From an optimization exercise on the open Yosys and OpenROAD flow, aimed at small area, a short achievable clock period and few clock cycles per item; shortcuts taken in it are not production practice.
Function was checked by simulation only, so behaviour that the tests miss may differ from the original.
Power figures rest on the tool's default switching activity, not on a simulated workload.

v24:
==> flow/design.v (excerpt) <==
module rs72_dec (
    input             clk,
    input             rst,
    input             in_valid,
    output            in_ready,
    input      [63:0] in_data,
    output            out_valid,
    output     [63:0] out_data,
    output            out_last,
    output            out_corrected,
    output            out_uncorrectable,
    output     [1:0]  out_nerr
);
    localparam integer L = 14;
    function automatic [7:0] gf_xt(input [7:0] a);
        gf_xt = {a[6:0], 1'b0} ^ (a[7] ? 8'h1D : 8'h00);
    endfunction
    function automatic [7:0] gf_mulc(input [7:0] a, input integer e);
        integer i;
        reg [7:0] x;
        begin
            x = a;
            for (i = 0; i < e; i = i + 1) x = gf_xt(x);
            gf_mulc = x;
        end
    endfunction
    localparam [63:0]   TCOLS  = 64'h183efb5248324001;
    localparam [63:0]   TICOLS = 64'h2d02168a0a4e9801;
    localparam [63:0]   QCOLS  = 64'h0094a67814080a06;
    localparam [63:0]   SQCOLS = 64'hc832491f0c030401;
    localparam [7:0]    TRMASK = 8'h80;
    localparam [3:0]    LAM    = 4'hf;
    localparam [63:0]   INV16  = 64'h834a5c2f67bde910;
    localparam [255:0]  MEM    = 256'h4900009c002029310608023204201b0d0506985520c45153405f02c80588011e;
    localparam [63:0]   A8COLS = 64'h72a159bd34824129;
    localparam [63:0]   LANE   = 64'h578bc46603c056cb;
    function automatic [3:0] m4(input [3:0] p, input [3:0] q);
        integer i;
        reg [3:0] r, x;
        begin
            r = 4'd0;
            x = p;
  ...
For scale: roughly 0.053 sq mm of cells after synthesis.
export LEC_CHECK = 0
export CAP_MARGIN = 20
export CORE_MARGIN = 2
export CORE_UTILIZATION = 55
export CTS_CLUSTER_DIAMETER = 100
export CTS_CLUSTER_SIZE = 28
export GPL_TIMING_DRIVEN = 0
export PLACE_DENSITY = 0.7
export SLEW_MARGIN = 20
create_clock -name core_clock -period 32.0 [get_ports {clk}]
standard.sh (not shown) runs the stock make flow with config.mk's settings and CLKGATE_MAP_FILE= SYNTH_SCRIPT=/design/flow/synth_recipe.tcl, a recipe that flattens the netlist after the stock synthesis.
==> flow/flow/run.sh <==
#!/bin/bash
set -euo pipefail
export BUFFER_PORTS_ARGS="-buffer_cell sky130_fd_sc_hd__buf_2"
bash standard.sh finish > flow_standard.log 2>&1
The final layout from v24, which completed every stage, passed the timing, design-rule and antenna checks at the end of the flow.
Testbench counts of v24, summed over its fixed seeds: cycles 14,512, units 1,600.
#### Input delta (v13 over v24)
Settings: CTS_CLUSTER_DIAMETER changed from 100 to 80; CTS_CLUSTER_SIZE changed from 28 to 24; GPL_TIMING_DRIVEN removed (was 0).
## What came out
- Fraction of area in multi-input gates was lower in the run labelled v13.
- v24 consumes more power than v13.
- [v13 vs v24] final-layout clock-cell area share: higher in v13
- v24 and v13 ended up with nearly the same sequential share of layout area.
Modified inputs, v15 compared to v13
Settings: CTS_CLUSTER_SIZE changed from 24 to 28; PLACE_DENSITY changed from 0.7 to 0.65; CORE_UTILIZATION changed from 55 to 50; CTS_CLUSTER_DIAMETER changed from 80 to 100.
[summary]
- Between v13 and v15, part of the total power dissipated in the clock network decreased.
- Against v13, v15 reports a critical path data arrival time that is higher.
- Number of sequential cells came out exactly the same in v13 and v15.
What v25 does differently from v15 at the input level:
Settings: changing SLEW_MARGIN from 20 to 12; changing CORE_UTILIZATION from 50 to 55; changing PLACE_DENSITY from 0.65 to 0.7; changing CAP_MARGIN from 20 to 12.
==> comparison <==
Every stage of the flow completed for v25, and the final layout passed the timing, design-rule and antenna checks. The via count on v25 is in line with that on v15. As far as inverter count goes, v15 and v25 are indistinguishable; the numbers are identical. [v25] routed wire length on met3 rose about 9% relative to v15. Latest clock arrival within the worst-skew pair essentially unchanged between v25 and v15. Summary of v25 over v15: cell area went down about 0.38%, number of cell instances on the worst register-to-register path went up. In v25, transition time of the tightest slew-check pin is higher than in v15. v25 vs. v15: fraction of power consumed by combinational cells lower; met2 layer usage reported by global route higher; peak ir drop on the vdd network higher. In v25 relative to v15, post-place instance area had gone down slightly.

rs72_dec again, from the RTL that the note above started with.
Settings: LEC_CHECK=0, CAP_MARGIN=20, CORE_MARGIN=2, CORE_UTILIZATION=55, CTS_CLUSTER_DIAMETER=90, CTS_CLUSTER_SIZE=32, PLACE_DENSITY=0.7, SLEW_MARGIN=20; clock period 32.0 ns.
Scripts as last shown in full above: flow/flow/run.sh
Testbench counts at the start, summed over its fixed seeds: cycles 14,512, units 1,600.
==> next run, changes <==
- CTS_CLUSTER_DIAMETER: 90 -> 100
- CTS_CLUSTER_SIZE: 32 -> 28
After rerunning:
- first-iteration DRC count goes down by 4.4%
- routed wire length barely changes
- worst setup slack is better by 27 ps
- final area is about the same
- utilization barely changes
- clock power is higher by about 2%
- global-route usage hardly moves
- clock-buffer cell count goes up by 12
- worst hold slack hardly moves
- die area is unchanged

== north ==
rs72_dec, a different RTL version from the one above (not shown whole).
For scale: roughly 1300 flip-flops, roughly 140 I/O pins, ~54000 um2 of cells after synthesis.
clock: 32.0 ns
lec_check: 0
cap_margin: 20
core_margin: 2
core_utilization: 55
cts_cluster_diameter: 80
cts_cluster_size: 24
place_density: 0.7
slew_margin: 20
Scripts as last shown in full above: flow/flow/run.sh
Testbench counts of north, summed over its fixed seeds: cycles 14,512, units 1,600.
Inputs modified between north and south:
- CORE_UTILIZATION changed from 55 to 40
- PLACE_DENSITY changed from 0.7 to 0.6
--- outcome ---
- south: relative area change from synthesis to final layout is 1.7 points higher than what north reported.
- Side by side, delay contributed by the slowest stage of the critical path turned out higher in south than in north.
- The fraction of power consumed by the clock network in south sits 0.3 points above the value recorded for north.
- Die: south bigger than north
- Going from north to south, non-clock buffer count grows by 21.
- Between north and south, clock-buffer cell count increased.
- Core utilization: south lower than north

## what the ideal ports hide
In the flow no input, the clock included, has a driving cell. The finished layouts below were timed again as built, in two steps. Step 1, drivers: a clkbuf_16 drives clk and a buf_2 each remaining input, both assumed. Step 2, shift: input delay + t, output delay - t, t = (earliest + latest rising clock arrival at the registers) / 2. This alone moves slack from input paths to output paths. Slacks: no drivers / after step 1 / after step 2; pairs: no drivers / after step 1.
run | t (ns) | setup slack, ns | worst setup path at the end | worst register clock-pin slew, ns | cell pins on the clock port's net
v24 | 0.762 | 24.354 / 24.284 / 24.023 | input to register | 0.12 / 0.12 | 1
v13 | 0.734 | 24.452 / 24.379 / 24.191 | input to register | 0.10 / 0.10 | 1
v15 | 0.765 | 24.413 / 24.344 / 24.195 | input to register | 0.12 / 0.12 | 1
v25 | 0.765 | 24.432 / 24.359 / 24.157 | input to register | 0.11 / 0.11 | 1
the first run of note 2 | 0.744 | 24.421 / 24.348 / 24.207 | input to register | 0.12 / 0.12 | 1
the second run of note 2 | 0.737 | 24.448 / 24.375 / 24.209 | input to register | 0.12 / 0.12 | 1
north | 0.724 | 24.424 / 24.353 / 24.309 | input to register | 0.10 / 0.10 | 1
south | 0.748 | 24.382 / 24.311 / 24.309 | input to register | 0.11 / 0.11 | 1
After both steps setup and hold are still met in every run listed. The setup slack of v24, which loses most, moves by -0.070 ns with the drivers and by -0.331 ns with both steps.
